This is an optimization exercise on Yosys and OpenROAD, whose aim is small area, a short achievable clock period and few clock cycles per item, not a production implementation.
Only simulation tests tie the RTL to the original design; equivalence was not proved.
Power and IR drop assume default switching activity.

--- flow/flow/run.sh ---
#!/bin/bash
# Standard synthesis, then the standard layout with: repair_timing aiming at
# a setup margin below the clock period (the SDC is unchanged), and a plain
# buffer (flow/port_buffer.txt) on every port.
set -euo pipefail
MARGIN=$(cat flow/margin.txt)
PORTBUF=$(cat flow/port_buffer.txt)
bash standard.sh synth > synth.log 2>&1
bash standard.sh SETUP_SLACK_MARGIN=$MARGIN "BUFFER_PORTS_ARGS=-buffer_cell $PORTBUF" finish > layout.log 2>&1
--- flow/flow/margin.txt ---
7.5
--- flow/flow/port_buffer.txt ---
sky130_fd_sc_hd__buf_2
--- flow/standard.sh ---
#!/bin/bash
# synth_recipe.tcl (not shown) runs the flow's synth.tcl, then flattens the netlist and writes it again
# the make line also repeats each setting of config.mk as NAME=value (left out here)
make -C /OpenROAD-flow-scripts/flow DESIGN_CONFIG=/design/flow/config.mk WORK_HOME=/design/flow/orfs CLKGATE_MAP_FILE= SYNTH_SCRIPT=/design/flow/synth_recipe.tcl "${@:-finish}"
--- flow/config.mk ---
export PLATFORM = sky130hd
export DESIGN_NAME = dge_sha512
export DESIGN_NICKNAME = dge_sha512
export VERILOG_FILES = /design/flow/design.v
export SDC_FILE = /design/flow/constraint.sdc
export NUM_CORES = 8
export LEC_CHECK = 0
export ABC_AREA = 1
export CAP_MARGIN = 20
export CORE_MARGIN = 2
export CORE_UTILIZATION = 45
export PLACE_DENSITY = 0.7
export SLEW_MARGIN = 20
export SYNTH_MEMORY_MAX_BITS = 8192
--- flow/constraint.sdc ---
create_clock -name core_clock -period 13.0 [get_ports {clk}]
set_input_delay 2.6000 -clock core_clock [delete_from_list [all_inputs] [get_ports {clk}]]
set_output_delay 2.6000 -clock core_clock [all_outputs]
set_load 0.01 [all_outputs]
--- flow/design.v ---
module dge_sha512 (
    input  wire         clk,
    input  wire         rst,             
    input  wire         start,
    input  wire [7:0]   alg,             
    input  wire         resume,
    input  wire [511:0] resume_h,        
    input  wire [63:0]  resume_count,    
    input  wire         abort,
    input  wire         in_valid,
    output reg          in_ready,
    input  wire [63:0]  in_data,
    input  wire         in_last,
    input  wire [3:0]   in_nbytes,
    output reg          busy,
    output reg          done,
    output reg          err,
    output wire [511:0] digest
);
    localparam [1:0] S_IDLE = 2'd0,
                     S_POST = 2'd2,      
                     S_RND  = 2'd3;      
    localparam [1:0] F_DATA = 2'd0,      
                     F_PAD  = 2'd1,      
                     F_END  = 2'd2;      
    localparam [7:0] ALG_SHA384 = 8'h02,
                     ALG_SHA512 = 8'h03;
    reg [1:0]  state;
    reg [6:0]  kidx;         
    reg        first;        
    reg        is384;
    reg [1:0]  fmode;
    reg [3:0]  fp;           
    reg        need80;       
    reg        lenfit;       
    reg [60:0] cnt_hi;       
    reg [2:0]  cnt_lo;       
    reg        hv;           
    reg [63:0] a, b, c, d, e, f, g, h;
    reg [63:0] hkw;          
    reg [63:0] s1r, chr;     
    reg [63:0] w [0:15];     
    reg [63:0] ha [0:3];     
    reg [63:0] he [0:3];     
    integer i;
    reg [63:0] k;
    always @(*) begin
        case (kidx)
            7'd0:  k = 64'h428a2f98d728ae22; 7'd1:  k = 64'h7137449123ef65cd;
            7'd2:  k = 64'hb5c0fbcfec4d3b2f; 7'd3:  k = 64'he9b5dba58189dbbc;
            7'd4:  k = 64'h3956c25bf348b538; 7'd5:  k = 64'h59f111f1b605d019;
            7'd6:  k = 64'h923f82a4af194f9b; 7'd7:  k = 64'hab1c5ed5da6d8118;
            7'd8:  k = 64'hd807aa98a3030242; 7'd9:  k = 64'h12835b0145706fbe;
            7'd10: k = 64'h243185be4ee4b28c; 7'd11: k = 64'h550c7dc3d5ffb4e2;
            7'd12: k = 64'h72be5d74f27b896f; 7'd13: k = 64'h80deb1fe3b1696b1;
            7'd14: k = 64'h9bdc06a725c71235; 7'd15: k = 64'hc19bf174cf692694;
            7'd16: k = 64'he49b69c19ef14ad2; 7'd17: k = 64'hefbe4786384f25e3;
            7'd18: k = 64'h0fc19dc68b8cd5b5; 7'd19: k = 64'h240ca1cc77ac9c65;
            7'd20: k = 64'h2de92c6f592b0275; 7'd21: k = 64'h4a7484aa6ea6e483;
            7'd22: k = 64'h5cb0a9dcbd41fbd4; 7'd23: k = 64'h76f988da831153b5;
            7'd24: k = 64'h983e5152ee66dfab; 7'd25: k = 64'ha831c66d2db43210;
            7'd26: k = 64'hb00327c898fb213f; 7'd27: k = 64'hbf597fc7beef0ee4;
            7'd28: k = 64'hc6e00bf33da88fc2; 7'd29: k = 64'hd5a79147930aa725;
            7'd30: k = 64'h06ca6351e003826f; 7'd31: k = 64'h142929670a0e6e70;
            7'd32: k = 64'h27b70a8546d22ffc; 7'd33: k = 64'h2e1b21385c26c926;
            7'd34: k = 64'h4d2c6dfc5ac42aed; 7'd35: k = 64'h53380d139d95b3df;
            7'd36: k = 64'h650a73548baf63de; 7'd37: k = 64'h766a0abb3c77b2a8;
            7'd38: k = 64'h81c2c92e47edaee6; 7'd39: k = 64'h92722c851482353b;
            7'd40: k = 64'ha2bfe8a14cf10364; 7'd41: k = 64'ha81a664bbc423001;
            7'd42: k = 64'hc24b8b70d0f89791; 7'd43: k = 64'hc76c51a30654be30;
            7'd44: k = 64'hd192e819d6ef5218; 7'd45: k = 64'hd69906245565a910;
            7'd46: k = 64'hf40e35855771202a; 7'd47: k = 64'h106aa07032bbd1b8;
            7'd48: k = 64'h19a4c116b8d2d0c8; 7'd49: k = 64'h1e376c085141ab53;
            7'd50: k = 64'h2748774cdf8eeb99; 7'd51: k = 64'h34b0bcb5e19b48a8;
            7'd52: k = 64'h391c0cb3c5c95a63; 7'd53: k = 64'h4ed8aa4ae3418acb;
            7'd54: k = 64'h5b9cca4f7763e373; 7'd55: k = 64'h682e6ff3d6b2b8a3;
            7'd56: k = 64'h748f82ee5defb2fc; 7'd57: k = 64'h78a5636f43172f60;
            7'd58: k = 64'h84c87814a1f0ab72; 7'd59: k = 64'h8cc702081a6439ec;
            7'd60: k = 64'h90befffa23631e28; 7'd61: k = 64'ha4506cebde82bde9;
            7'd62: k = 64'hbef9a3f7b2c67915; 7'd63: k = 64'hc67178f2e372532b;
            7'd64: k = 64'hca273eceea26619c; 7'd65: k = 64'hd186b8c721c0c207;
            7'd66: k = 64'heada7dd6cde0eb1e; 7'd67: k = 64'hf57d4f7fee6ed178;
            7'd68: k = 64'h06f067aa72176fba; 7'd69: k = 64'h0a637dc5a2c898a6;
            7'd70: k = 64'h113f9804bef90dae; 7'd71: k = 64'h1b710b35131c471b;
            7'd72: k = 64'h28db77f523047d84; 7'd73: k = 64'h32caab7b40c72493;
            7'd74: k = 64'h3c9ebe0a15c9bebc; 7'd75: k = 64'h431d67c49c100d4c;
            7'd76: k = 64'h4cc5d4becb3e42b6; 7'd77: k = 64'h597f299cfc657e2a;
            7'd78: k = 64'h5fcb6fab3ad6faec; default: k = 64'h6c44198c4a475817;
        endcase
    end
    function [127:0] csa;
        input [63:0] x, y, z;
        begin
            csa[63:0]   = x ^ y ^ z;
            csa[127:64] = {(x[62:0] & y[62:0]) | (x[62:0] & z[62:0]) | (y[62:0] & z[62:0]), 1'b0};
        end
    endfunction
    function [63:0] add64;
        input [63:0] x, y;
        reg [63:0] gg, pp;
        integer l, j, src;
        begin
            gg = x & y;
            pp = x ^ y;
            for (l = 0; l < 6; l = l + 1)
                for (j = 0; j < 64; j = j + 1)
                    if ((j >> l) & 1) begin
                        src = ((j >> l) << l) - 1;
                        gg[j] = gg[j] | (pp[j] & gg[src]);
                        pp[j] = pp[j] & pp[src];
                    end
            add64 = (x ^ y) ^ {gg[62:0], 1'b0};
        end
    endfunction
    function [63:0] add64bk;
        input [63:0] x, y;
        reg [63:0] gg, pp;
        integer l, j, st;
        begin
            gg = x & y;
            pp = x ^ y;
            for (l = 0; l < 6; l = l + 1) begin
                st = 1 << l;
                for (j = 0; j < 64; j = j + 1)
                    if (((j + 1) % (2*st)) == 0) begin
                        gg[j] = gg[j] | (pp[j] & gg[j-st]);
                        pp[j] = pp[j] & pp[j-st];
                    end
            end
            for (l = 4; l >= 0; l = l - 1) begin
                st = 1 << l;
                for (j = 0; j < 64; j = j + 1)
                    if (j >= 3*st-1 && ((j + 1 - st) % (2*st)) == 0) begin
                        gg[j] = gg[j] | (pp[j] & gg[j-st]);
                        pp[j] = pp[j] & pp[j-st];
                    end
            end
            add64bk = (x ^ y) ^ {gg[62:0], 1'b0};
        end
    endfunction
    wire [63:0] big_s0 = {a[27:0], a[63:28]} ^ {a[33:0], a[63:34]} ^ {a[38:0], a[63:39]};
    wire [63:0] big_s1 = s1r;
    wire [63:0] ch     = chr;
    wire [63:0] maj    = (a & b) ^ (a & c) ^ (b & c);
    wire [127:0] t1_cs = csa(hkw, big_s1, ch);
    wire [127:0] e_cs  = csa(t1_cs[63:0], t1_cs[127:64], d);
    wire [127:0] a_cs1 = csa(big_s0, maj, t1_cs[63:0]);
    wire [127:0] a_cs2 = csa(a_cs1[63:0], a_cs1[127:64], t1_cs[127:64]);
    wire [63:0]  e_new = add64(e_cs[63:0], e_cs[127:64]);
    wire [63:0]  a_new = add64(a_cs2[63:0], a_cs2[127:64]);
    wire [63:0] w1  = w[1];
    wire [63:0] w14 = w[14];
    wire [63:0] sm_s0 = {w14[0], w14[63:1]} ^ {w14[7:0], w14[63:8]} ^ {7'd0, w14[63:7]};
    wire [63:0] sm_s1 = {w1[18:0], w1[63:19]} ^ {w1[60:0], w1[63:61]} ^ {6'd0, w1[63:6]};
    wire [127:0] s_cs1 = csa(sm_s1, w[6], sm_s0);
    wire [127:0] s_cs2 = csa(s_cs1[63:0], s_cs1[127:64], w[15]);
    wire [63:0]  sched = add64bk(s_cs2[63:0], s_cs2[127:64]);
    function [63:0] bswap64;
        input [63:0] x;
        integer j;
        begin
            for (j = 0; j < 8; j = j + 1)
                bswap64[63-8*j -: 8] = x[8*j +: 8];
        end
    endfunction
    reg [63:0] last_beat;    
    always @(*) begin
        last_beat = 64'd0;
        for (i = 0; i < 8; i = i + 1) begin
            if (i < in_nbytes)
                last_beat[8*i +: 8] = in_data[8*i +: 8];
            else if (i == in_nbytes)
                last_beat[8*i +: 8] = 8'h80;
        end
    end
    wire         last_ok  = (in_nbytes <= 4'd8);
    wire [7:0]   mark_pos = {1'b0, fp, 3'b000} + {4'd0, in_nbytes};
    wire         alg_ok   = (alg == ALG_SHA384) || (alg == ALG_SHA512);
    wire feed_slot = (state == S_POST) ||
                     (state == S_RND && (kidx <= 7'd14 || kidx == 7'd80));
    wire go   = hv;
    wire need = (go && feed_slot && fmode != F_END) || !hv;    
    wire take = in_ready && in_valid;    
    wire fw   = need && (fmode == F_PAD || take);    
    reg [63:0] pad_word;
    always @(*) begin
        if (need80)
            pad_word = {8'h80, 56'd0};
        else if (lenfit && fp == 4'd14)
            pad_word = {61'd0, cnt_hi[60:58]};
        else if (lenfit && fp == 4'd15)
            pad_word = {cnt_hi[57:0], cnt_lo, 3'b000};
        else
            pad_word = 64'd0;
    end
    wire [63:0] feed_word = (fmode == F_DATA) ?
                            (in_last ? bswap64(last_beat) : bswap64(in_data)) : pad_word;
    wire rot = (state == S_POST) || (state == S_RND && kidx >= 7'd78);
    wire clr67 = is384 && (state == S_POST) && (fmode == F_END);
    wire [63:0] sum_a = add64bk(ha[3], first ? 64'd0 : a);
    wire [63:0] sum_e = add64bk(he[3], first ? 64'd0 : e);
    wire [127:0] hkw_cs = csa(g, k, w[0]);
    wire [511:0] h_cat = {ha[0], ha[1], ha[2], ha[3], he[0], he[1], he[2], he[3]};
    genvar gi;
    generate
        for (gi = 0; gi < 64; gi = gi + 1) begin : g_dig
            assign digest[8*gi +: 8] = h_cat[511-8*gi -: 8];
        end
    endgenerate
    wire [511:0] rh;         
    generate
        for (gi = 0; gi < 64; gi = gi + 1) begin : g_rh
            assign rh[511-8*gi -: 8] = resume_h[8*gi +: 8];
        end
    endgenerate
    wire [511:0] iv = (alg == ALG_SHA384) ?
        {64'hcbbb9d5dc1059ed8, 64'h629a292a367cd507, 64'h9159015a3070dd17, 64'h152fecd8f70e5939,
         64'h67332667ffc00b31, 64'h8eb44a8768581511, 64'hdb0c2e0d64f98fa7, 64'h47b5481dbefa4fa4} :
        {64'h6a09e667f3bcc908, 64'hbb67ae8584caa73b, 64'h3c6ef372fe94f82b, 64'ha54ff53a5f1d36f1,
         64'h510e527fade682d1, 64'h9b05688c2b3e6c1f, 64'h1f83d9abfb41bd6b, 64'h5be0cd19137e2179};
    wire [511:0] h_init = resume ? rh : iv;
    wire idle = (state == S_IDLE);
    reg [1:0] state_n;
    reg [6:0] kidx_n;
    reg [1:0] fmode_n;
    reg       hv_n, done_n, err_n;
    wire      bad_last = take && in_last && !last_ok;
    always @(*) begin
        state_n    = state;
        done_n     = done;
        err_n      = err;
        if (rst || abort) begin
            state_n = S_IDLE;
            done_n  = 1'b0;
            err_n   = 1'b0;
        end else if (idle) begin
            if (start) begin
                done_n = 1'b0;
                err_n  = 1'b0;
                if (!alg_ok || (resume && resume_count[6:0] != 7'd0)) begin
                    done_n = 1'b1;
                    err_n  = 1'b1;
                end else begin
                    state_n = S_POST;
                end
            end
        end else if (bad_last) begin
            state_n = S_IDLE;
            done_n  = 1'b1;
            err_n   = 1'b1;
        end else if (go) begin
            if (state == S_POST) begin
                if (fmode == F_END) begin
                    state_n = S_IDLE;
                    done_n  = 1'b1;
                end else begin
                    state_n = S_RND;
                end
            end else if (kidx == 7'd80) begin
                state_n = S_POST;
            end
        end
    end
    always @(*) begin
        kidx_n  = kidx;
        fmode_n = fmode;
        hv_n    = hv;
        if (idle) begin
            kidx_n  = 7'd0;
            fmode_n = F_DATA;
            hv_n    = 1'b0;
        end else begin
            if (need && fmode == F_DATA)
                hv_n = take;
            else
                hv_n = 1'b1;
            if (go) begin
                if (state == S_POST)
                    kidx_n = 7'd1;
                else
                    kidx_n = (kidx == 7'd80) ? 7'd0 : kidx + 7'd1;
            end
            if (fw) begin
                if (fmode == F_DATA) begin
                    if (in_last)
                        fmode_n = F_PAD;
                end else if (fp == 4'd15 && lenfit) begin
                    fmode_n = F_END;
                end
            end
        end
    end
    wire feed_slot_n = (state_n == S_POST) ||
                       (state_n == S_RND && (kidx_n <= 7'd14 || kidx_n == 7'd80));
    wire busy_n      = (state_n != S_IDLE);
    always @(posedge clk) begin
        state    <= state_n;
        kidx     <= kidx_n;
        fmode    <= fmode_n;
        done     <= done_n;
        err      <= err_n;
        hv       <= hv_n;
        busy     <= busy_n;
        in_ready <= busy_n && fmode_n == F_DATA &&
                    ((hv_n && feed_slot_n) || !hv_n);
    end
    always @(posedge clk) begin
        if (idle) begin
            if (start) begin
                is384 <= (alg == ALG_SHA384);
                {ha[3], ha[0], ha[1], ha[2], he[3], he[0], he[1], he[2]} <= h_init;
            end
        end else if (go && rot) begin
            ha[0] <= sum_a; ha[1] <= ha[0]; ha[2] <= ha[1]; ha[3] <= ha[2];
            he[0] <= sum_e; he[1] <= he[0];
            he[2] <= clr67 ? 64'd0 : he[1];
            he[3] <= clr67 ? 64'd0 : he[2];
        end
    end
    always @(posedge clk) begin
        if (idle) begin
            first  <= 1'b1;
            fp     <= 4'd0;
            need80 <= 1'b0;
            cnt_hi <= resume ? resume_count[63:3] : 61'd0;
            cnt_lo <= 3'd0;
        end else begin
            if (fw) begin
                fp <= fp + 4'd1;
                if (fmode == F_DATA) begin
                    cnt_hi <= cnt_hi + {60'd0, !in_last || in_nbytes[3]};
                    if (in_last) begin
                        cnt_lo <= in_nbytes[2:0];
                        need80 <= (in_nbytes == 4'd8);
                        lenfit <= (mark_pos <= 8'd111) || (fp == 4'd15);
                    end
                end else begin
                    need80 <= 1'b0;
                    if (fp == 4'd15)
                        lenfit <= 1'b1;
                end
            end
            if (go && state == S_POST)
                first <= 1'b0;
        end
    end
    reg [63:0] e_d, f_d, g_d;
    always @(*) begin
        e_d = e;
        f_d = f;
        g_d = g;
        if (idle) begin
            g_d = h_init[63:0];      
        end else if (go) begin
            if (state == S_POST) begin
                e_d = sum_e;
                f_d = he[0];
                g_d = he[1];
            end else if (state == S_RND) begin
                e_d = e_new;
                f_d = e;
                g_d = (kidx == 7'd80) ? he[1] : f;
            end
        end
    end
    always @(posedge clk) begin
        e   <= e_d;
        f   <= f_d;
        g   <= g_d;
        s1r <= {e_d[13:0], e_d[63:14]} ^ {e_d[17:0], e_d[63:18]} ^ {e_d[40:0], e_d[63:41]};
        chr <= (e_d & f_d) ^ (~e_d & g_d);
    end
    always @(posedge clk) begin
        if (fw)
            w[0] <= feed_word;
        else if (go)
            w[0] <= sched;
    end
    always @(posedge clk) begin
        if (!idle && go) begin
            for (i = 1; i < 16; i = i + 1)
                w[i] <= w[i-1];
            hkw <= add64bk(hkw_cs[63:0], hkw_cs[127:64]);
            if (state == S_POST) begin
                {a, b, c, d} <= {sum_a, ha[0], ha[1], ha[2]};
                h <= he[2];
            end else if (state == S_RND) begin
                h <= g;
                d <= c;
                c <= b;
                b <= a;
                a <= a_new;
            end
        end
    end
endmodule
==> summary.txt, run 1 <==
Die Y=approximately 530 um; CTS tree=built; Comb power frac=5.4%; post-DP HPWL=between 400 and 500 mm; Async S/R FF share, synth=0%; CP most frequent cell=inv_1; Clock transition at path regs=about 0.060 ns; routed len/inst=between 30 and 40 um; Final Wtd Congestion=roughly 1.1; r2r setup slk=~7.4 ns; fillcell total=about 25000; gr usage total=40.33%; Critical Path, Cell by Cell=inv_1 -> ha_1 -> nand2_1 -> nor3_2 -> nand2_4 -> inv_1 -> o21ai_0 -> nand2_1 -> nand2_2 -> buf_4 -> inv_1 -> buf_4 -> ha_1 -> inv_1 -> nor2_2 -> nand2_1 -> nand3_1 -> nand3_1 -> a31oi_1; clock buffer count from CTS=approximately 270; hold_sp=w[3][44]; Final Net Count=between 15000 and 20000; clk latency of the worst-skew pair=roughly 0.94 ns; net switching power=0.003997 W; final setup margin=7.381 ns; Ys Warns=4; largest net degree at the start of global routing=between 150 and 200; Sw Ratio=between 20% and 30%; unrepaired setup endpoints after global routing=false; FMAX=between 150 and 200 MHz; register area share after synthesis=between 50 and 60%; worst r2r src=kidx[0]; Avg Cell Area, Syn=about 10 um2; Seq cells post-synth=2328; Post-Route Setup TNS=0 ns; Post-route DRC=0; worst hold path type=reg -> reg; worst-path maximum fanout=53; Worst-Margin Slew=between 1 and 1.5 ns; CP startpoint=kidx[0]; Synth Cell Area=roughly 130000 um2; Crit Path Class=reg -> reg; PortBufs=around 1200; P_leak=60.05 nW; P_int=about 0.013 W; Starting DRT DRC Count=approximately 15000; first-pass GRT wire length=between 700 and 800 mm; endpoints failing setup=0; total die area=around 280000 um2; Synth top area share=about 46%; CTS Sinks=~2300; Post-DRT Antenna Nets=0; cell area power density=115.6 nW/um2; setup slack at placement=6.890 ns; dominant cell type by area after synthesis=edfxtp_1; # hold bufs at CTS=0; worst path required time=about 14 ns; Final Cycle Share=between 40% and 50%; Final Hold Viols=0; H-tree depth=5; Seq pwr share=slightly below 50%; max cap viols=0; Post-synth EDFFs=approximately 1900; core area=about 280000 um2; WL final=586.1 mm; Pins Over Slew Limit=0; predominant post-synthesis flop cell=edfxtp_1; I/O Pins=about 1200; syn_nets=between 10000 and 15000; R2R cell count=19; initial cell density of the core=a little under half; Syn-to-layout area delta=15.77%; GRT Residual Overflow=0; vias per inst=roughly 6; CP Capture Type=flop; Min-Delay Endpoint=w[4][44]; layout cells sized above 1=between 10% and 20%; DR vias=103200; first-pass iteration count of the detailed router=6; status=complete, no violations; min cycle time layout=about 5.6 ns; critical path's slowest cell=a31oi_1; r2r endpoint=k[2]; vias in the first global route=~97000; Clock Power Share=between 40% and 50%; crit path launch type=flop; die width=531.3 um; Synth cell types=73; CTS root buf=clkbuf_16; Rows=193; initial antenna violation count=91; Critical Path AT=roughly 6.4 ns; Hold Path Cell Cnt=0; Max stage delay on crit path=roughly 0.75 ns; clock skew=about 0.047 ns; Relative slew margins=18.71%; deepest clock path buffer count=4; Cells after Synth=between 10000 and 15000; synth top area cells=edfxtp_1 (46%), fa_1 (9.2%), nand2_1 (8.0%), dfxtp_1 (6.5%), o21ai_0 (4.7%); peak supply drop=between 0.00009 and 0.0001 V
-- stage by stage --
step	cell area (um2)	cells	power, W	hold WS [ns]	util [%]
2_1_floorplan	125200	12260	0.008783	0.4003	-
3_3_place_gp	135100	16820	0.009264	0.4002	48.86
3_5_place_dp	135100	16820	0.009268	0.4045	48.87
4_1_cts	143900	17310	0.01676	0.3946	52.06
5_1_grt	144800	17380	0.01711	0.3958	52.36
6_report	144900	17420	0.01674	0.3837	52.39
-- power by group through the flow --
stage | registers (W) | clock network (W) | logic (W)
floorplan | 0.00836 | 0 | 0.000420
global placement | 0.00840 | 0 | 0.000867
detailed placement | 0.00839 | 0 | 0.000874
CTS | 0.00824 | 0.00764 | 0.000881
global route | 0.00824 | 0.00790 | 0.000965
finish | 0.00825 | 0.00759 | 0.000901
-- state kept, by name, indices dropped and copies added, names as in the netlist, 2 cells and up --
| signal | cells |
|---|---|
| a | 64 |
| he | 256 |
| s1r | 64 |
| fmode | 2 |
| chr | 64 |
| k | 64 |
| g | 64 |
| cnt_hi | 61 |
| e | 64 |
| state | 2 |
| hkw | 64 |
| w | 1024 |
| fp | 4 |
| kidx | 7 |
| d | 64 |
| c | 64 |
| ha | 256 |
| b | 64 |
| cnt_lo | 3 |
| f | 64 |
-- worst max-delay path: cells and delay by family, from the launching register on --
family	cells	cell delay [ns]
compound gates	2	0.85
fa+ha+maj	2	0.65
buf+inv	6	1.32
flops	1	0.37
simple gates	9	2.14
-- cells in the mapped netlist, types with 6 or more instances --
cell type / count
a211oi_1: 16
a21boi_0: 9
a21o_1: 46
a21oi_1: 447
a221oi_1: 38
a22o_1: 51
a22oi_1: 20
a31o_2: 16
a31oi_1: 73
a32o_1: 27
and3_1: 7
buf_1: 39
buf_2: 49
buf_4: 13
buf_6: 6
clkbuf_1: 348
dfxtp_1: 409
edfxtp_1: 1919
fa_1: 576
ha_1: 397
inv_1: 1369
inv_2: 28
nand2_1: 2682
nand2_2: 27
nand3_1: 585
nand3b_1: 17
nand4_1: 84
nor2_1: 684
nor2_2: 15
nor2_4: 6
nor3_1: 71
nor4_1: 14
o211ai_1: 86
o21a_1: 6
o21ai_0: 1176
o21ai_1: 22
o21ai_2: 11
o21bai_1: 22
o221ai_1: 14
o22a_1: 12
o22ai_1: 62
o31ai_1: 78
xnor2_1: 240
xor2_1: 382
-- cell type report --
| type | instances | area (um2) | area share (%) |
|---|---|---|---|
| Sequential cell | 2328 | 65820 | 45.43 |
| Clock buffer | 333 | 7178 | 4.955 |
| Clock inverter | 145 | 1451 | 1.002 |
| Multi-Input combinational cell | 8071 | 52750 | 36.41 |
| Timing Repair Buffer | 1364 | 7560 | 5.218 |
| Tap cell | 3705 | 4636 | 3.200 |
| Inverter | 1402 | 5305 | 3.662 |
| Antenna cell | 68 | 170.2 | 0.1175 |
-- worst max-delay path by stage --
stage          endpoint  slack, ns  depth (start not counted)
5_1_grt        w[0][63]       7.47                         26
6_report           k[2]       7.38                         19
4_1_cts         s1r[11]       7.43                         21
2_1_floorplan  ha[0][0]       4.97                          2
3_5_place_dp    s1r[11]       6.89                         21
3_3_place_gp    s1r[11]       6.96                         21
-- cell usage in the layout, fill, tap and decap left out, drive strengths merged, types with 12 or more instances in the layout --
master / count
nand2: 2711
edfxtp: 1919
inv: 1414
buf: 1362
o21ai: 1209
nor2: 705
nand3: 589
fa: 576
a21oi: 451
dfxtp: 409
ha: 397
xor2: 382
clkbuf: 335
xnor2: 240
clkinv: 103
o211ai: 86
nand4: 85
o31ai: 78
nor3: 75
a31oi: 73
diode: 68
o22ai: 63
a22o: 51
a21o: 46
a221oi: 38
a32o: 27
o21bai: 22
a22oi: 22
bufinv: 18
nand3b: 17
a31o: 16
a211oi: 16
nor4: 14
o221ai: 14
o22a: 12
clkinvlp: 12
a21boi: 12
-- what timing repair did --
action / CTS / global route
cloned: 0 / 1
pin swaps: 3 / 16
setup endpoints to repair: 215 / 237
setup buffers: 9 / 41
resized for setup: 26 / 66
-- per-layer routing --
metal,routed length (um),GRT usage [%]
met4,54540,30.24
met1,214900,50.63
met2,257300,61.38
met5,204,0
met3,59110,8.549
-- logic make-up (layout without fill, tap and decap cells) --
kind of cell             Yosys count  in the layout  share of synthesized area, %
buffers and inverters           1857           3244                         5.697
multiplexers                       2              2                       0.01700
flip-flops                      2328           2328                         52.60
AO/OA/AOI/OAI                   2256           2256                         10.35
other                              0             68                             0
adder cells (fa/ha/maj)          975            975                         13.20
AND/OR/NAND/NOR                 4216           4216                         13.78
XOR/XNOR                         622            622                         4.354
Testbench counts, summed over its fixed seeds: cycles 55,230, bytes 57,574.
==> run 2, diff against run 1 <==
==> flow/flow/margin.txt (replaced) <==
8.5
==> flow/flow/port_buffer.txt (replaced) <==
sky130_fd_sc_hd__buf_1
==> summary.txt, run 2 <==
Die Y=531.3 um (unchanged); worst hold path type=reg -> reg; DR vias=105300 (+2.1%); GRT Residual Overflow=0 (unchanged); deepest clock path buffer count=4 (unchanged); Post-synth EDFFs=1919 (unchanged); # hold bufs at CTS=0 (unchanged); gr usage total=41.50% (+1.2 points); clock buffer count from CTS=266 (+0.38%); clock skew=0.06476 ns (+0.01807 ns); Pins Over Slew Limit=0 (unchanged); fillcell total=24370 (-2.4%); Post-DRT Antenna Nets=0 (unchanged); Post-synth top cells=nand2_1 (2682), edfxtp_1 (1919), inv_1 (1369); Crit Path Class=reg -> reg; first-pass GRT wire length=810.7 mm (+2.7%); worst-path maximum fanout=4 (-92%); Synth Cell Area=125100 um2 (unchanged); layout cells sized above 1=11.69% (-2.7 points); CP Capture Type=flop; Post-Route Setup TNS=0 ns (unchanged); Synth cell types=73 (unchanged); Syn-to-layout area delta=19.61%; total power=0.01689 W (+0.90%); dominant cell type by area after synthesis=edfxtp_1; core area=276500 um2 (unchanged); critical path's slowest cell=edfxtp_1; Post-route DRC=0 (unchanged); Largest Register=w; endpoints failing setup=0 (unchanged); status=complete, no violations; initial antenna violation count=85 (-6.6%); CTS root buf=clkbuf_16; total die area=282300 um2 (unchanged); main combinational cell family by area after synthesis=simple AND/OR/NAND/NOR gates; initial cell density of the core=45.25% (unchanged); Final Wtd Congestion=1.120 (+1.5%); largest net degree at the start of global routing=198 (+3.1%); Synth Area in Simple Gates=13.78% (unchanged); die width=531.3 um (unchanged); Ys Warns=4 (unchanged); Synth top area share=46.05% (unchanged); synth top area cells=edfxtp_1 (46%), fa_1 (9.2%), nand2_1 (8.0%), dfxtp_1 (6.5%), o21ai_0 (4.7%); most numerous cell in the Yosys netlist=nand2_1; min cycle time layout=5.137 ns (-0.4821 ns); WL final=606.1 mm (+3.4%); Async S/R FF share, synth=0% (unchanged); most common cell after layout, fill and taps aside=nand2_1; Critical Path AT=5.79 ns (-0.56 ns); Cells after Synth=12260 (unchanged); H-tree depth=5 (unchanged); unrepaired setup endpoints after global routing=true; syn_nets=13890 (unchanged); post-DP HPWL=467.0 mm (+1.2%); P_leak=59.12 nW (-1.6%); register area share after synthesis=52.60% (unchanged); clk latency of the worst-skew pair=0.95 ns (about the same); final setup margin=7.863 ns (+0.4821 ns); peak supply drop=0.00009445 V (-1.0%); Critical Path, Cell by Cell=xor2_1 -> inv_1 -> fa_1 -> fa_1 -> ha_1 -> nand4_1 -> inv_1 -> nand2_1 -> nand3_4 -> a211oi_4 -> nand2_4 -> nand2_4 -> nand2_4 -> nand2_2 -> nand2_2 -> nand2_1 -> nand2_1 -> fa_2 -> xor2_2 -> xor2_1 -> xor2_1 -> o21ai_1; Final Cycle Share=39.51% (-3.7 points); Max stage delay on crit path=0.85 ns (+0.10 ns); I/O Pins=1175 (unchanged); setup slack at placement=6.879 ns (-0.01150 ns); vias in the first global route=99340 (+2.1%); CTS Sinks=2328 (unchanged); routed len/inst=34.30 um (+1.9%); max reg flops=1024 (unchanged); Seq cells post-synth=2328 (unchanged); Worst-Margin Slew=1.304 ns (+0.08481 ns); vias per inst=5.959 (+0.61%); Synth Area in XOR/XNOR=4.354% (unchanged); Starting DRT DRC Count=14670 (-0.23%); FMAX=194.7 MHz (+9.4%); predominant post-synthesis flop cell=edfxtp_1; mux contribution to synthesized area=0.01700% (unchanged); commonest non-fill, non-tap cells in the layout=nand2_1 (2550), edfxtp_1 (1919), inv_1 (1330); Final Net Count=15330 (+1.8%); post-synthesis compound-gate area fraction=10.35% (unchanged); worst path required time=13.66 ns (-0.07 ns); crit path launch type=flop; biggest regs=w (1024), ha (256), he (256); PortBufs=1174 (unchanged); Adder-Cell Fraction of Synth Area=13.20% (unchanged); CTS tree=built; Relative slew margins=12.31% (-6.4 points); Avg Cell Area, Syn=10.21 um2 (unchanged); Clock transition at path regs=0.06 ns (about the same); Final Hold Viols=0 (unchanged); max cap viols=0 (unchanged); cell area power density=112.9 nW/um2 (-2.3%); Rows=193 (unchanged); first-pass iteration count of the detailed router=6 (unchanged)
[run 2: cell types whose count changed in the layout (fill, tap and decap cells not counted), moves of 36 or more]
| cell | delta |
|---|---|
| o21ai_0 | -49 |
| nand2_2 | +77 |
| fa_1 | -75 |
| nand2_1 | -118 |
| xor2_1 | -40 |
| nand3_1 | -54 |
| xnor2_1 | -40 |
| buf_2 | -1169 |
| buf_1 | +1168 |
| fa_2 | +75 |
| nand2_4 | +36 |
| buf_4 | +197 |
[run 2: area by class of cell]
class	instances	area, um2	share of cell area (%)
antenna	54	135.1	0.09029
timing repair buffer	1631	8828	5.899
clock inverter	138	1588	1.061
inverter	1402	5373	3.590
multi-input combinational	8073	56150	37.51
sequential	2328	65840	43.99
clock buffer	340	7121	4.758
tap	3705	4636	3.097
[run 2: critical path: cells and delay by family, from the launching register on]
family                   cells  cell delay, ns
AO/OA/AOI/OAI                2            0.38
XOR/XNOR                     4            0.74
adder cells (fa/ha/maj)      4            1.77
buffers and inverters        2            0.16
flip-flops                   1            0.85
AND/OR/NAND/NOR             10            0.94
[run 2: per-stage QoR]
stage	utilization, %	std cells	hold slack (ns)	instance area (um2)
after global placement	48.33	16820	0.4001	133600
after CTS	53.03	17490	0.4016	146600
final	54.13	17670	0.4061	149700
after detailed placement	48.33	16820	0.4045	133600
after floorplan	-	12260	0.4003	125200
after global routing	54.11	17650	0.4141	149600
[run 2: per-layer routing]
metal	vias to the layer above	global-route usage, %	share of wire [%]
li1	44460	-	-
met5	-	0.1518	0.037
met3	1630	9.111	10
met4	26	31.96	9.6
met1	51970	51.62	36
met2	7217	63.08	44
[run 2: power breakdown]
part           total [W]  internal (W)  switching (W)
logic           0.000928      0.000308       0.000620
registers        0.00825       0.00811       0.000139
clock network    0.00771       0.00437        0.00334
[run 2: worst paths after layout]
path / startpoint / to / slack, ns / cells after the start
worst min-delay path: w[4][61] / w[5][61] / 0.41 / 0
worst min register to register: w[4][61] / w[5][61] / 0.41 / 0
worst max register to register: w[1][56] / w[0][63] / 7.86 / 22
worst max-delay path: w[1][56] / w[0][63] / 7.86 / 22
[run 2: timing repair]
| action | 4_1_cts | 5_1_grt |
|---|---|---|
| cloned | 6 | 5 |
| resized for setup | 542 | 393 |
| pin swaps | 146 | 164 |
| buffers inserted | 186 | 121 |
| setup endpoints to repair | 1228 | 588 |
| endpoints found under the hold margin | 0 | 0 |
[run 2: kinds of logic after synthesis]
group | count (synthesis)
AOI/OAI and AO/OA | 2256
adders and majority gates | 975
xor gates and xnor gates | 622
DFF | 2328
buffers and inverters | 1857
and+or+nand+nor | 4216
muxes | 2
==> run 3, diff against run 2 <==
--- a/flow/design.v
+++ b/flow/design.v
@@ -43,51 +43,52 @@
     reg [63:0] ha [0:3];     
     reg [63:0] he [0:3];     
     integer i;
-    reg [63:0] k;
-    always @(*) begin
-        case (kidx)
-            7'd0:  k = 64'h428a2f98d728ae22; 7'd1:  k = 64'h7137449123ef65cd;
-            7'd2:  k = 64'hb5c0fbcfec4d3b2f; 7'd3:  k = 64'he9b5dba58189dbbc;
-            7'd4:  k = 64'h3956c25bf348b538; 7'd5:  k = 64'h59f111f1b605d019;
-            7'd6:  k = 64'h923f82a4af194f9b; 7'd7:  k = 64'hab1c5ed5da6d8118;
-            7'd8:  k = 64'hd807aa98a3030242; 7'd9:  k = 64'h12835b0145706fbe;
-            7'd10: k = 64'h243185be4ee4b28c; 7'd11: k = 64'h550c7dc3d5ffb4e2;
-            7'd12: k = 64'h72be5d74f27b896f; 7'd13: k = 64'h80deb1fe3b1696b1;
-            7'd14: k = 64'h9bdc06a725c71235; 7'd15: k = 64'hc19bf174cf692694;
-            7'd16: k = 64'he49b69c19ef14ad2; 7'd17: k = 64'hefbe4786384f25e3;
-            7'd18: k = 64'h0fc19dc68b8cd5b5; 7'd19: k = 64'h240ca1cc77ac9c65;
-            7'd20: k = 64'h2de92c6f592b0275; 7'd21: k = 64'h4a7484aa6ea6e483;
-            7'd22: k = 64'h5cb0a9dcbd41fbd4; 7'd23: k = 64'h76f988da831153b5;
-            7'd24: k = 64'h983e5152ee66dfab; 7'd25: k = 64'ha831c66d2db43210;
-            7'd26: k = 64'hb00327c898fb213f; 7'd27: k = 64'hbf597fc7beef0ee4;
-            7'd28: k = 64'hc6e00bf33da88fc2; 7'd29: k = 64'hd5a79147930aa725;
-            7'd30: k = 64'h06ca6351e003826f; 7'd31: k = 64'h142929670a0e6e70;
-            7'd32: k = 64'h27b70a8546d22ffc; 7'd33: k = 64'h2e1b21385c26c926;
-            7'd34: k = 64'h4d2c6dfc5ac42aed; 7'd35: k = 64'h53380d139d95b3df;
-            7'd36: k = 64'h650a73548baf63de; 7'd37: k = 64'h766a0abb3c77b2a8;
-            7'd38: k = 64'h81c2c92e47edaee6; 7'd39: k = 64'h92722c851482353b;
-            7'd40: k = 64'ha2bfe8a14cf10364; 7'd41: k = 64'ha81a664bbc423001;
-            7'd42: k = 64'hc24b8b70d0f89791; 7'd43: k = 64'hc76c51a30654be30;
-            7'd44: k = 64'hd192e819d6ef5218; 7'd45: k = 64'hd69906245565a910;
-            7'd46: k = 64'hf40e35855771202a; 7'd47: k = 64'h106aa07032bbd1b8;
-            7'd48: k = 64'h19a4c116b8d2d0c8; 7'd49: k = 64'h1e376c085141ab53;
-            7'd50: k = 64'h2748774cdf8eeb99; 7'd51: k = 64'h34b0bcb5e19b48a8;
-            7'd52: k = 64'h391c0cb3c5c95a63; 7'd53: k = 64'h4ed8aa4ae3418acb;
-            7'd54: k = 64'h5b9cca4f7763e373; 7'd55: k = 64'h682e6ff3d6b2b8a3;
-            7'd56: k = 64'h748f82ee5defb2fc; 7'd57: k = 64'h78a5636f43172f60;
-            7'd58: k = 64'h84c87814a1f0ab72; 7'd59: k = 64'h8cc702081a6439ec;
-            7'd60: k = 64'h90befffa23631e28; 7'd61: k = 64'ha4506cebde82bde9;
-            7'd62: k = 64'hbef9a3f7b2c67915; 7'd63: k = 64'hc67178f2e372532b;
-            7'd64: k = 64'hca273eceea26619c; 7'd65: k = 64'hd186b8c721c0c207;
-            7'd66: k = 64'heada7dd6cde0eb1e; 7'd67: k = 64'hf57d4f7fee6ed178;
-            7'd68: k = 64'h06f067aa72176fba; 7'd69: k = 64'h0a637dc5a2c898a6;
-            7'd70: k = 64'h113f9804bef90dae; 7'd71: k = 64'h1b710b35131c471b;
-            7'd72: k = 64'h28db77f523047d84; 7'd73: k = 64'h32caab7b40c72493;
-            7'd74: k = 64'h3c9ebe0a15c9bebc; 7'd75: k = 64'h431d67c49c100d4c;
-            7'd76: k = 64'h4cc5d4becb3e42b6; 7'd77: k = 64'h597f299cfc657e2a;
-            7'd78: k = 64'h5fcb6fab3ad6faec; default: k = 64'h6c44198c4a475817;
+    function [63:0] kconst;
+        input [6:0] t;
+        case (t)
+            7'd0:  kconst = 64'h428a2f98d728ae22; 7'd1:  kconst = 64'h7137449123ef65cd;
+            7'd2:  kconst = 64'hb5c0fbcfec4d3b2f; 7'd3:  kconst = 64'he9b5dba58189dbbc;
+            7'd4:  kconst = 64'h3956c25bf348b538; 7'd5:  kconst = 64'h59f111f1b605d019;
+            7'd6:  kconst = 64'h923f82a4af194f9b; 7'd7:  kconst = 64'hab1c5ed5da6d8118;
+            7'd8:  kconst = 64'hd807aa98a3030242; 7'd9:  kconst = 64'h12835b0145706fbe;
+            7'd10: kconst = 64'h243185be4ee4b28c; 7'd11: kconst = 64'h550c7dc3d5ffb4e2;
+            7'd12: kconst = 64'h72be5d74f27b896f; 7'd13: kconst = 64'h80deb1fe3b1696b1;
+            7'd14: kconst = 64'h9bdc06a725c71235; 7'd15: kconst = 64'hc19bf174cf692694;
+            7'd16: kconst = 64'he49b69c19ef14ad2; 7'd17: kconst = 64'hefbe4786384f25e3;
+            7'd18: kconst = 64'h0fc19dc68b8cd5b5; 7'd19: kconst = 64'h240ca1cc77ac9c65;
+            7'd20: kconst = 64'h2de92c6f592b0275; 7'd21: kconst = 64'h4a7484aa6ea6e483;
+            7'd22: kconst = 64'h5cb0a9dcbd41fbd4; 7'd23: kconst = 64'h76f988da831153b5;
+            7'd24: kconst = 64'h983e5152ee66dfab; 7'd25: kconst = 64'ha831c66d2db43210;
+            7'd26: kconst = 64'hb00327c898fb213f; 7'd27: kconst = 64'hbf597fc7beef0ee4;
+            7'd28: kconst = 64'hc6e00bf33da88fc2; 7'd29: kconst = 64'hd5a79147930aa725;
+            7'd30: kconst = 64'h06ca6351e003826f; 7'd31: kconst = 64'h142929670a0e6e70;
+            7'd32: kconst = 64'h27b70a8546d22ffc; 7'd33: kconst = 64'h2e1b21385c26c926;
+            7'd34: kconst = 64'h4d2c6dfc5ac42aed; 7'd35: kconst = 64'h53380d139d95b3df;
+            7'd36: kconst = 64'h650a73548baf63de; 7'd37: kconst = 64'h766a0abb3c77b2a8;
+            7'd38: kconst = 64'h81c2c92e47edaee6; 7'd39: kconst = 64'h92722c851482353b;
+            7'd40: kconst = 64'ha2bfe8a14cf10364; 7'd41: kconst = 64'ha81a664bbc423001;
+            7'd42: kconst = 64'hc24b8b70d0f89791; 7'd43: kconst = 64'hc76c51a30654be30;
+            7'd44: kconst = 64'hd192e819d6ef5218; 7'd45: kconst = 64'hd69906245565a910;
+            7'd46: kconst = 64'hf40e35855771202a; 7'd47: kconst = 64'h106aa07032bbd1b8;
+            7'd48: kconst = 64'h19a4c116b8d2d0c8; 7'd49: kconst = 64'h1e376c085141ab53;
+            7'd50: kconst = 64'h2748774cdf8eeb99; 7'd51: kconst = 64'h34b0bcb5e19b48a8;
+            7'd52: kconst = 64'h391c0cb3c5c95a63; 7'd53: kconst = 64'h4ed8aa4ae3418acb;
+            7'd54: kconst = 64'h5b9cca4f7763e373; 7'd55: kconst = 64'h682e6ff3d6b2b8a3;
+            7'd56: kconst = 64'h748f82ee5defb2fc; 7'd57: kconst = 64'h78a5636f43172f60;
+            7'd58: kconst = 64'h84c87814a1f0ab72; 7'd59: kconst = 64'h8cc702081a6439ec;
+            7'd60: kconst = 64'h90befffa23631e28; 7'd61: kconst = 64'ha4506cebde82bde9;
+            7'd62: kconst = 64'hbef9a3f7b2c67915; 7'd63: kconst = 64'hc67178f2e372532b;
+            7'd64: kconst = 64'hca273eceea26619c; 7'd65: kconst = 64'hd186b8c721c0c207;
+            7'd66: kconst = 64'heada7dd6cde0eb1e; 7'd67: kconst = 64'hf57d4f7fee6ed178;
+            7'd68: kconst = 64'h06f067aa72176fba; 7'd69: kconst = 64'h0a637dc5a2c898a6;
+            7'd70: kconst = 64'h113f9804bef90dae; 7'd71: kconst = 64'h1b710b35131c471b;
+            7'd72: kconst = 64'h28db77f523047d84; 7'd73: kconst = 64'h32caab7b40c72493;
+            7'd74: kconst = 64'h3c9ebe0a15c9bebc; 7'd75: kconst = 64'h431d67c49c100d4c;
+            7'd76: kconst = 64'h4cc5d4becb3e42b6; 7'd77: kconst = 64'h597f299cfc657e2a;
+            7'd78: kconst = 64'h5fcb6fab3ad6faec; default: kconst = 64'h6c44198c4a475817;
         endcase
-    end
+    endfunction
+    reg [63:0] k;            
     function [127:0] csa;
         input [63:0] x, y, z;
         begin
@@ -154,7 +155,7 @@
     wire [63:0] sm_s1 = {w1[18:0], w1[63:19]} ^ {w1[60:0], w1[63:61]} ^ {6'd0, w1[63:6]};
     wire [127:0] s_cs1 = csa(sm_s1, w[6], sm_s0);
     wire [127:0] s_cs2 = csa(s_cs1[63:0], s_cs1[127:64], w[15]);
-    wire [63:0]  sched = add64bk(s_cs2[63:0], s_cs2[127:64]);
+    wire [63:0]  sched = add64(s_cs2[63:0], s_cs2[127:64]);
     function [63:0] bswap64;
         input [63:0] x;
         integer j;
@@ -182,6 +183,7 @@
     wire need = (go && feed_slot && fmode != F_END) || !hv;    
     wire take = in_ready && in_valid;    
     wire fw   = need && (fmode == F_PAD || take);    
+    wire [60:0] cnt_inc = cnt_hi + 61'd1;
     reg [63:0] pad_word;
     always @(*) begin
         if (need80)
@@ -225,6 +227,8 @@
     reg [1:0] fmode_n;
     reg       hv_n, done_n, err_n;
     wire      bad_last = take && in_last && !last_ok;
+    wire [6:0] knext   = (state == S_POST) ? 7'd1 :
+                         (kidx == 7'd80) ? 7'd0 : kidx + 7'd1;
     always @(*) begin
         state_n    = state;
         done_n     = done;
@@ -274,12 +278,8 @@
                 hv_n = take;
             else
                 hv_n = 1'b1;
-            if (go) begin
-                if (state == S_POST)
-                    kidx_n = 7'd1;
-                else
-                    kidx_n = (kidx == 7'd80) ? 7'd0 : kidx + 7'd1;
-            end
+            if (go)
+                kidx_n = knext;
             if (fw) begin
                 if (fmode == F_DATA) begin
                     if (in_last)
@@ -290,6 +290,12 @@
             end
         end
     end
+    always @(posedge clk) begin
+        if (idle)
+            k <= kconst(7'd0);
+        else if (go)
+            k <= kconst(knext);
+    end
     wire feed_slot_n = (state_n == S_POST) ||
                        (state_n == S_RND && (kidx_n <= 7'd14 || kidx_n == 7'd80));
     wire busy_n      = (state_n != S_IDLE);
@@ -328,7 +334,8 @@
             if (fw) begin
                 fp <= fp + 4'd1;
                 if (fmode == F_DATA) begin
-                    cnt_hi <= cnt_hi + {60'd0, !in_last || in_nbytes[3]};
+                    if (!in_last || in_nbytes[3])
+                        cnt_hi <= cnt_inc;
                     if (in_last) begin
                         cnt_lo <= in_nbytes[2:0];
                         need80 <= (in_nbytes == 4'd8);
==> summary.txt, run 3 <==
status=complete, no violations; Min-Delay Endpoint=w[4][58]; r2r endpoint=a[59]; cell area power density=115.0 nW/um2 (+1.9%); initial antenna violation count=94 (+11%); Synth top area share=45.57% (-0.49 points); Final Net Count=15700 (+2.4%); Largest Register=w; Final Hold Viols=0 (unchanged); register area share after synthesis=52.04% (-0.56 points); Critical Path AT=5.60 ns (-0.19 ns); peak supply drop=0.00009700 V (+2.7%); worst path required time=13.66 ns (about the same); Worst-Margin Slew=1.429 ns (+0.1248 ns); Post-DRT Antenna Nets=0 (unchanged); max cap viols=0 (unchanged); worst r2r src=hkw[2]; PortBufs=1174 (unchanged); WHS=0.3571 ns (-0.04906 ns); min cycle time layout=4.938 ns (-0.1993 ns); Post-Route Setup TNS=0 ns (unchanged); worst hold path type=reg -> reg; total die area=285300 um2 (+1.1%); Hold Path Cell Cnt=0 (unchanged); WL final=652.7 mm (+7.7%); most numerous cell in the Yosys netlist=nand2_1; deepest clock path buffer count=4 (unchanged); R2R cell count=24 (+9.1%); GRT Residual Overflow=0 (unchanged); post-layout instance area=150300 um2 (+0.40%); Synth Cell Area=126500 um2 (+1.1%); CTS Sinks=2328 (unchanged); I/O Pins=1175 (unchanged); Post-synth EDFFs=1919 (unchanged); # hold bufs at CTS=0 (unchanged); Async S/R FF share, synth=0% (unchanged); placed cells=17270 (+2.7%); Final Wtd Congestion=1.113 (-0.57%); clk latency of the worst-skew pair=0.90 ns (-0.05 ns); most common cell after layout, fill and taps aside=nand2_1; Final Cycle Share=37.98% (-1.5 points); Relative slew margins=4.732% (-7.6 points); r2r setup slk=8.27 ns (+0.41 ns); crit path launch type=primary input; vias in the first global route=102200 (+2.9%); Pins Over Slew Limit=0 (unchanged); commonest non-fill, non-tap cells in the layout=nand2_1 (2719), edfxtp_1 (1919), inv_1 (1394); clock buffer count from CTS=268 (+0.75%); syn_nets=14320 (+3.1%); final setup margin=8.062 ns (+0.1993 ns); Die Y=534.1 um (+0.53%); Cells after Synth=12720 (+3.7%); DP Area=135000 um2 (+1.0%); max reg flops=1024 (unchanged); Starting DRT DRC Count=16890 (+15%); layout cells sized above 1=11.10% (-0.59 points); unrepaired setup endpoints after global routing=true; biggest regs=w (1024), ha (256), he (256); die width=534.1 um (+0.53%); first-pass iteration count of the detailed router=7 (+1); Post-synth top cells=nand2_1 (2908), edfxtp_1 (1919), inv_1 (1436); core area=279400 um2 (+1.0%); CP Capture Type=flop; gr usage total=44.28% (+2.8 points); P_leak=60.05 nW (+1.6%); final cell count without fillers=18090 (+2.4%); DR vias=110700 (+5.1%); worst-path maximum fanout=131 (+127); synth top area cells=edfxtp_1 (46%), fa_1 (8.7%), nand2_1 (8.6%), dfxtp_1 (6.5%), o21ai_0 (4.6%); Synth cell types=69 (-5.5%); predominant post-synthesis flop cell=edfxtp_1; dominant cell type by area after synthesis=edfxtp_1; Crit Path Class=in -> reg; hold_sp=w[3][58]; CTS root buf=clkbuf_16; Avg Cell Area, Syn=9.946 um2 (-2.6%); vias per inst=6.118 (+2.7%); Clock transition at path regs=0.06 ns (about the same); clock skew=0.06995 ns (+0.005193 ns); setup slack at placement=6.721 ns (-0.1578 ns); CTS tree=built; Post-route DRC=0 (unchanged); Syn-to-layout area delta=18.82%; initial cell density of the core=45.26% (about the same); FMAX=202.5 MHz (+4.0%); Rows=194 (+0.52%); Seq cells post-synth=2328 (unchanged); endpoints failing setup=0 (unchanged); post-DP HPWL=499.9 mm (+7.0%); Ys Warns=4 (unchanged); routed len/inst=36.08 um (+5.2%); first-pass GRT wire length=860.1 mm (+6.1%); H-tree depth=5 (unchanged); largest net degree at the start of global routing=192 (-3.0%)
-- run 3: how the worst max path moves through the flow --
stage	cells after the start	slack (ns)	startpoint	endpoint
after floorplan	2	4.97	start	ha[0][0]
after global placement	6	6.76	resume	chr[6]
after detailed placement	6	6.72	resume	chr[6]
after CTS	8	8.18	resume	he[0][39]
after global routing	20	8.10	a[51]	a[41]
final	7	8.06	resume	he[0][44]
-- run 3: kinds of logic after synthesis --
group / Yosys count / share of synthesized area, %
flops: 2328 / 52.04
compound gates: 2349 / 10.67
fa+ha+maj: 949 / 12.65
mux: 1 / 0.007915
xor+xnor: 598 / 4.142
buf+inv: 1944 / 5.874
simple gates: 4546 / 14.61
-- run 3: critical path: stages --
cell and delay [ns]:
buf_1 0.14, bufinv_16 0.27, nor2_4 0.28, buf_16 0.43, buf_6 0.49, nand2_1 0.44
o21ai_0 0.22
-- run 3: repair_timing --
action,4_1_cts,5_1_grt
endpoints found under the setup margin,1021,666
gates resized for setup,445,489
hold endpoints to repair,0,0
buffers inserted,124,132
cloned,13,5
pin swaps,83,176
-- run 3: final cells by class --
| type | instances | area (um2) |
|---|---|---|
| clock buffers | 333 | 7244 |
| flip-flops and latches | 2328 | 65840 |
| diodes | 63 | 157.7 |
| clock inverters | 147 | 1550 |
| multi-input cells | 8452 | 56940 |
| fillers | 25030 | 129100 |
| well taps | 3724 | 4659 |
| inverters | 1469 | 5622 |
| repair buffers | 1575 | 8245 |
-- run 3: power breakdown --
part / total, W / switching (W) / internal [W] / leakage (nW)
Combinational: 0.00115 / 0.000800 / 0.000352 / 34.8
Sequential: 0.00829 / 0.000181 / 0.00811 / 21.0
Clock: 0.00783 / 0.00336 / 0.00448 / 4.27
-- run 3: stage by stage --
step           utilization (%)  total power (W)
2_1_floorplan                -         0.008853
3_3_place_gp             48.31         0.009441
3_5_place_dp             48.31         0.009443
4_1_cts                  52.57          0.01718
5_1_grt                  53.75          0.01758
6_report                 53.78          0.01728
-- run 3: layer usage --
metal | GRT usage [%] | vias up | wire length [um]
met5 | 0 | - | 209
met4 | 37.03 | 32 | 68530
met3 | 11.60 | 2142 | 77340
met2 | 65.72 | 8245 | 279400
met1 | 54.11 | 54490 | 227300
li1 | - | 45770 | -
Testbench counts of run 3, summed over its fixed seeds: cycles 55,230, bytes 57,574.
==> run 4, diff against run 3 <==
==> flow/flow/margin.txt (replaced) <==
9.0
==> summary.txt, run 4 <==
Syn-to-layout area delta=30.52%; worst path required time=13.60 ns (-0.06 ns); vias in the first global route=108100 (+5.7%); deepest clock path buffer count=4 (unchanged); routed len/inst=36.46 um (+1.0%); commonest non-fill, non-tap cells in the layout=nand2_1 (2313), edfxtp_1 (1919), inv_1 (1326); Synth top area share=45.57% (unchanged); core area=279400 um2 (unchanged); Synth Cell Area=126500 um2 (unchanged); first-pass iteration count of the detailed router=9 (+2); status=complete, no violations; fillcell total=23320 (-6.8%); Comb power frac=8.3% (+1.6 points); Final Hold Viols=0 (unchanged); die width=534.1 um (unchanged); FMAX=207.7 MHz (+2.6%); Final Wtd Congestion=1.130 (+1.5%); area of the multi-input gates=62650 um2 (+10%); crit path launch type=flop; PortBufs=1174 (unchanged); H-tree depth=5 (unchanged); P_leak=67.54 nW (+12%); # hold bufs at CTS=0 (unchanged); DR vias=117000 (+5.7%); P_int=0.01287 W (-0.52%); min cycle time layout=4.814 ns (-0.1239 ns); post-DP HPWL=504.1 mm (+0.85%); I/O Pins=1175 (unchanged); vias per inst=6.179 (+1.0%); Final Net Count=16560 (+5.5%); net switching power=0.004412 W (+1.8%); Avg Cell Area, Syn=9.946 um2 (unchanged); initial antenna violation count=75 (-20%); register area share after synthesis=52.04% (unchanged); post-layout instance area=165100 um2 (+9.8%); clock skew=0.09056 ns (+0.02061 ns); Cells after Synth=12720 (unchanged); Ys Warns=4 (unchanged); WL final=690.3 mm (+5.8%); Final Cycle Share=37.03% (-0.95 points); Post-synth top cells=nand2_1 (2908), edfxtp_1 (1919), inv_1 (1436); Post-Route Setup TNS=0 ns (unchanged); Die Y=534.1 um (unchanged); CP Capture Type=flop; Rows=194 (unchanged); layout cells sized above 1=25.11% (+14 points); CTS Sinks=2328 (unchanged); CTS tree=built; total die area=285300 um2 (unchanged); WHS=0.3563 ns (-0.0007490 ns); cell area power density=104.7 nW/um2 (-8.9%); dominant cell type by area after synthesis=edfxtp_1; initial cell density of the core=45.26% (unchanged); register area=65880 um2 (about the same); Post-synth EDFFs=1919 (unchanged); Critical Path AT=5.42 ns (-0.18 ns); most numerous cell in the Yosys netlist=nand2_1; gr usage total=46.08% (+1.8 points); first-pass GRT wire length=897.1 mm (+4.3%); Clock Power Share=44.0% (-1.3 points); Async S/R FF share, synth=0% (unchanged); Seq cells post-synth=2328 (unchanged); Starting DRT DRC Count=18010 (+6.6%); worst hold path type=reg -> reg; largest net degree at the start of global routing=178 (-7.3%); Post-route DRC=0 (unchanged); predominant post-synthesis flop cell=edfxtp_1; Crit Path Class=reg -> reg; GRT Residual Overflow=0 (unchanged); max reg flops=1024 (unchanged); synth top area cells=edfxtp_1 (46%), fa_1 (8.7%), nand2_1 (8.6%), dfxtp_1 (6.5%), o21ai_0 (4.6%); Post-DRT Antenna Nets=0 (unchanged); Largest Register=w; peak supply drop=0.0001129 V (+16%); biggest regs=w (1024), ha (256), he (256); clk latency of the worst-skew pair=0.95 ns (+0.05 ns); syn_nets=14320 (unchanged); unrepaired setup endpoints after global routing=true; Sw Ratio=25.52% (+0.43 points); worst-path maximum fanout=3 (-98%); clock buffer count from CTS=268 (unchanged); max cap viols=0 (unchanged); endpoints failing setup=0 (unchanged); Worst-Margin Slew=1.331 ns (-0.09786 ns); CTS root buf=clkbuf_16; Synth cell types=69 (unchanged); DP Area=135000 um2 (about the same); Relative slew margins=10.50% (+5.8 points); Clock transition at path regs=0.07 ns (about the same); Seq pwr share=47.7% (-0.3 points); most common cell after layout, fill and taps aside=nand2_1; Pins Over Slew Limit=0 (unchanged)
-- run 4: cell count changes in the layout (fill, tap and decap cells not counted), sizes merged, moves of 2 or more --
cell and delta:
buf +590, clkbuf +284, bufinv -11, inv -11, diode -8, bufbuf +3, clkdlybuf4s15 -3, a21oi -2
clkinv +2, clkinvlp +2, nand2 -2
-- run 4: stage by stage --
step	worst slack, ns	util, %	total power (W)	std cells
finish	8.186	59.08	0.01729	18940
global placement	6.858	48.31	0.009415	17280
floorplan	4.972	-	0.008853	12720
CTS	8.316	56.26	0.01706	18560
global route	8.033	59.05	0.01757	18900
detailed placement	6.816	48.31	0.009418	17280
-- run 4: path summary, 6_finish.rpt --
kind / cells past startpoint / start / endpoint / slack [ns]
hold / removal: 0 / w[7][42] / w[8][42] / 0.36
setup / recovery: 16 / hkw[8] / a[32] / 8.19
setup reg to reg: 16 / hkw[8] / a[32] / 8.19
hold reg to reg: 0 / w[7][42] / w[8][42] / 0.36
-- run 4: layout make-up --
cell class,instances,share of cell area [%]
flip-flops and latches,2328,39.91
clock buffers,348,4.390
repair buffers,2434,10.59
multi-input cells,8449,37.96
diodes,55,0.08339
repair inverters,2,0.008339
well taps,3724,2.823
clock inverters,127,0.7406
inverters,1469,3.496
-- run 4: timing repair --
item,4_1_cts,5_1_grt
setup buffers,780,319
endpoints found under the hold margin,0,0
gates cloned,22,7
endpoints found under the setup margin,1922,1501
gates resized for setup,1914,1390
pin swaps,404,544
-- run 4: routing by layer --
| metal | track usage [%] | share of wire, % | wire (um) | vias to the layer above |
|---|---|---|---|---|
| met3 | 12.94 | 12 | 84400 | 2858 |
| met4 | 41.76 | 12 | 81960 | 28 |
| li1 | - | - | - | 47490 |
| met5 | 0.04997 | 0.025 | 175 | - |
| met1 | 54.83 | 34 | 232400 | 57250 |
| met2 | 67.94 | 42 | 291300 | 9384 |
-- run 4: kinds of logic after synthesis --
logic type | Yosys count | share of synthesized area [%]
flops | 2328 | 52.04
mux | 1 | 0.007915
simple gates | 4546 | 14.61
buf+inv | 1944 | 5.874
compound gates | 2349 | 10.67
fa+ha+maj | 949 | 12.65
xor+xnor | 598 | 4.142
-- run 4: critical path, cell delays in order, from the launching register on --
cell      delay, ns
edfxtp_1       0.56
fa_2           0.70
inv_2          0.08
fa_1           0.56
inv_2          0.06
fa_1           0.49
ha_4           0.35
nand2_4        0.06
nor3_2         0.14
inv_1          0.09
o21ai_4        0.21
a21oi_4        0.11
o211ai_1       0.27
buf_6          0.17
inv_2          0.04
fa_2           0.55
o21ai_1        0.06
-- run 4: power groups by stage --
| stage | registers (W) | clock network, W | logic, W |
|---|---|---|---|
| 2_1_floorplan | 0.00837 | 0 | 0.000484 |
| 3_3_place_gp | 0.00843 | 0 | 0.000982 |
| 3_5_place_dp | 0.00843 | 0 | 0.000987 |
| 4_1_cts | 0.00823 | 0.00758 | 0.00124 |
| 5_1_grt | 0.00824 | 0.00786 | 0.00148 |
| 6_report | 0.00825 | 0.00761 | 0.00143 |
==> run 5, diff against run 4 <==
==> flow/flow/margin.txt (replaced) <==
8.5
--- a/flow/config.mk
+++ b/flow/config.mk
@@ -9,6 +9,8 @@
 export CAP_MARGIN = 20
 export CORE_MARGIN = 2
 export CORE_UTILIZATION = 45
+export CTS_CLUSTER_DIAMETER = 60
+export CTS_CLUSTER_SIZE = 20
 export PLACE_DENSITY = 0.7
 export SLEW_MARGIN = 20
 export SYNTH_MEMORY_MAX_BITS = 8192
==> summary.txt, run 5 <==
WHS=0.3897 ns (+0.03339 ns); post-DP HPWL=499.9 mm (-0.85%); Clock transition at path regs=0.08 ns (about the same); P_int=0.01174 W (-8.8%); min cycle time layout=4.801 ns (-0.01236 ns); initial cell density of the core=45.26% (unchanged); Syn-to-layout area delta=17.53%; Clock Power Share=41.5% (-2.5 points); CTS Sinks=2328 (unchanged); status=failed layout checks; largest net degree at the start of global routing=192 (+7.9%); Blocking Checks=slew limit; first-pass iteration count of the detailed router=8 (-1); Sw Ratio=27.18% (+1.7 points); Ys Warns=4 (unchanged); vias in the first global route=101100 (-6.5%); worst hold path type=reg -> reg; clock buffer count from CTS=208 (-22%); most common cell after layout, fill and taps aside=nand2_1; unrepaired setup endpoints after global routing=true; Final Hold Viols=0 (unchanged); Critical Path, Cell by Cell=inv_2 -> ha_1 -> nand4_1 -> nand2b_4 -> a21oi_2 -> clkinvlp_4 -> ha_1 -> nand2_1 -> nand2_1 -> inv_1 -> nand2_1 -> nand2_1 -> a21oi_1 -> nand3_2 -> o211ai_1 -> nand2_1; Synth top area share=45.57% (unchanged); clk latency of the worst-skew pair=0.95 ns (about the same); Cells after Synth=12720 (unchanged); worst-path maximum fanout=12 (+9); DR vias=110000 (-6.0%); routed len/inst=36.08 um (-1.0%); first-pass GRT wire length=853.2 mm (-4.9%); max reg flops=1024 (unchanged); WL final=648.9 mm (-6.0%); total die area=285300 um2 (unchanged); Final Cycle Share=36.93% (-0.095 points); Worst-Margin Slew=1.560 ns (+0.2291 ns); syn_nets=14320 (unchanged); I/O Pins=1175 (unchanged); Post-synth top cells=nand2_1 (2908), edfxtp_1 (1919), inv_1 (1436); crit path buf inv count=3 (-2); gr usage total=43.99% (-2.1 points); Crit Path Class=reg -> reg; core area=279400 um2 (unchanged); P_leak=59.21 nW (-12%); met1 WL=226.8 mm (-2.4%); Seq pwr share=51.4% (+3.7 points); fillcell total=25330 (+8.6%); endpoints failing setup=0 (unchanged); worst path required time=13.79 ns (+0.19 ns); Post-DRT Antenna Nets=0 (unchanged); Relative slew margins=-4.021% (-15 points); crit path launch type=flop; most numerous cell in the Yosys netlist=nand2_1; clock skew=0.09128 ns (+0.0007249 ns); max cap viols=0 (unchanged); WL met3=75.82 mm (-10%); Comb power frac=7.2% (-1.1 points); Avg Cell Area, Syn=9.946 um2 (unchanged); highest metal used=met5; register area share after synthesis=52.04% (unchanged); peak supply drop=0.0001290 V (+14%); Async S/R FF share, synth=0% (unchanged); biggest regs=w (1024), ha (256), he (256); area of the multi-input gates=56980 um2 (-9.1%); predominant post-synthesis flop cell=edfxtp_1; register area=65850 um2 (about the same); initial antenna violation count=91 (+21%); Starting DRT DRC Count=16350 (-9.2%); Pins Over Slew Limit=47 (+47); met2 WL=278.8 mm (-4.3%); Final Wtd Congestion=1.113 (-1.5%); deepest clock path buffer count=4 (unchanged); Critical Path AT=5.59 ns (+0.17 ns); CP Capture Type=flop; Rows=194 (unchanged); vias per inst=6.117 (-1.0%); Die Y=534.1 um (unchanged); Post-Route Setup TNS=0 ns (unchanged); Post-route DRC=0 (unchanged); GRT Residual Overflow=0 (unchanged); commonest non-fill, non-tap cells in the layout=nand2_1 (2727), edfxtp_1 (1919), inv_1 (1402); net switching power=0.004382 W (-0.68%); FMAX=208.3 MHz (+0.26%); Post-synth EDFFs=1919 (unchanged); dominant cell type by area after synthesis=edfxtp_1; Largest Register=w; cell area power density=108.4 nW/um2 (+3.5%); critical path's slowest cell=nand2_1; CTS root buf=clkbuf_16; CP most frequent cell=nand2_1; CTS tree=built; PortBufs=1174 (unchanged); layout cells sized above 1=10.72% (-14 points); Synth cell types=69 (unchanged); Seq cells post-synth=2328 (unchanged); Crit path max-delay family=simple AND/OR/NAND/NOR gates; Final Net Count=15630 (-5.6%); H-tree depth=4 (-1); Synth Cell Area=126500 um2 (unchanged); die width=534.1 um (unchanged); synth top area cells=edfxtp_1 (46%), fa_1 (8.7%), nand2_1 (8.6%), dfxtp_1 (6.5%), o21ai_0 (4.6%); Max stage delay on crit path=0.46 ns (-0.24 ns)
## run 5: cell counts after synthesis
Identical to the previous run, type by type.
## run 5: timing repair
item                        CTS  global route
setup endpoints to repair  1091           695
pin swaps                    77           152
resized for setup           427           503
hold buffers                  0             0
gates cloned                 13             4
buffers inserted            112           133
## run 5: per-stage QoR
step	setup WS [ns]	total power [W]	utilization, %	instances	instance area [um2]
6_report	8.199	0.01612	53.20	17980	148600
5_1_grt	8.163	0.01641	53.17	17950	148500
4_1_cts	8.329	0.01603	51.92	17780	145000
3_5_place_dp	6.721	0.009443	48.31	17270	135000
3_3_place_gp	6.757	0.009441	48.31	17270	135000
2_1_floorplan	4.972	0.008853	-	12720	126500
## run 5: path summary, 6_finish.rpt
path         startpoint        end  slack (ns)  cells past startpoint
max             kidx[0]      k[59]        8.20                     16
min           w[11][15]  w[12][15]        0.39                      0
max reg2reg     kidx[0]      k[59]        8.20                     16
min reg2reg   w[11][15]  w[12][15]        0.39                      0
## run 5: logic make-up (layout without fill, tap and decap cells)
kind of cell               Yosys count  in the layout  synth area share [%]
AOI/OAI and AO/OA                 2349           2350                 10.67
xor gates and xnor gates           598            598                 4.142
adders and majority gates          949            949                 12.65
buffers and inverters             1944           3412                 5.874
DFF                               2328           2328                 52.04
muxes                                1              1              0.007915
other                                0             69                     0
and+or+nand+nor                   4546           4553                 14.61
## run 5: layout make-up
class                           instances  share of cell area, %
Multi-Input combinational cell       8451                  38.33
Inverter                             1469                  3.765
Sequential cell                      2328                  44.30
Antenna cell                           69                 0.1162
Tap cell                             3724                  3.135
Clock inverter                        138                  1.092
Clock buffer                          242                  3.716
Timing Repair Buffer                 1563                  5.541
## run 5: power groups by stage
stage | Sequential, W | Clock (W) | Combinational [W]
2_1_floorplan | 0.00837 | 0 | 0.000484
3_3_place_gp | 0.00844 | 0 | 0.00100
3_5_place_dp | 0.00844 | 0 | 0.00101
4_1_cts | 0.00826 | 0.00669 | 0.00107
5_1_grt | 0.00827 | 0.00693 | 0.00121
6_report | 0.00828 | 0.00668 | 0.00115
## run 5: worst register-to-register path, cell delays in order, from the launching register on
cell and delay [ns]:
dfxtp_1 0.36, inv_2 0.29, ha_1 0.23, nand4_1 0.28, nand2b_4 0.37, a21oi_2 0.29, clkinvlp_4 0.21, ha_1 0.42
nand2_1 0.18, nand2_1 0.46, inv_1 0.16, nand2_1 0.32, nand2_1 0.10, a21oi_1 0.19, nand3_2 0.41, o211ai_1 0.29
nand2_1 0.08
## run 5: metal layers
layer,track usage (%),vias to the layer above
met1,53.28,54340
met4,35.95,26
met2,65.74,8006
li1,-,45630
met5,0,-
met3,12.13,2014

-- static timing again, ports no longer ideal --
The flow's constraints put no driver on any port. The routed layouts listed below were extracted and timed again, unchanged, in two steps.
Step 1, drivers: a clkbuf_16 drives clk and a buf_2 each remaining input, both assumed.
Step 2 moves the port delays by t, midway between the first and last clock arrival at a register: inputs arrive t later, outputs are due t later. That takes back most of the time a late clock gives input paths.
Slacks: ideal / step 1 / step 2; pairs: ideal / step 1.
run	t, ns	setup WS [ns]	worst register clock-pin slew, ns
run 1	1.026	7.381 / 7.381 / 6.769	0.07 / 0.07
run 2	1.044	7.863 / 7.863 / 7.527	0.08 / 0.08
run 3	0.975	8.062 / 8.132 / 7.157	0.08 / 0.08
run 4	1.003	8.186 / 8.186 / 7.801	0.08 / 0.08
run 5	1.014	8.199 / 8.199 / 7.435	0.09 / 0.09
For run 3, which loses most, drivers alone change the setup slack by +0.070 ns; drivers and shift together by -0.905 ns.
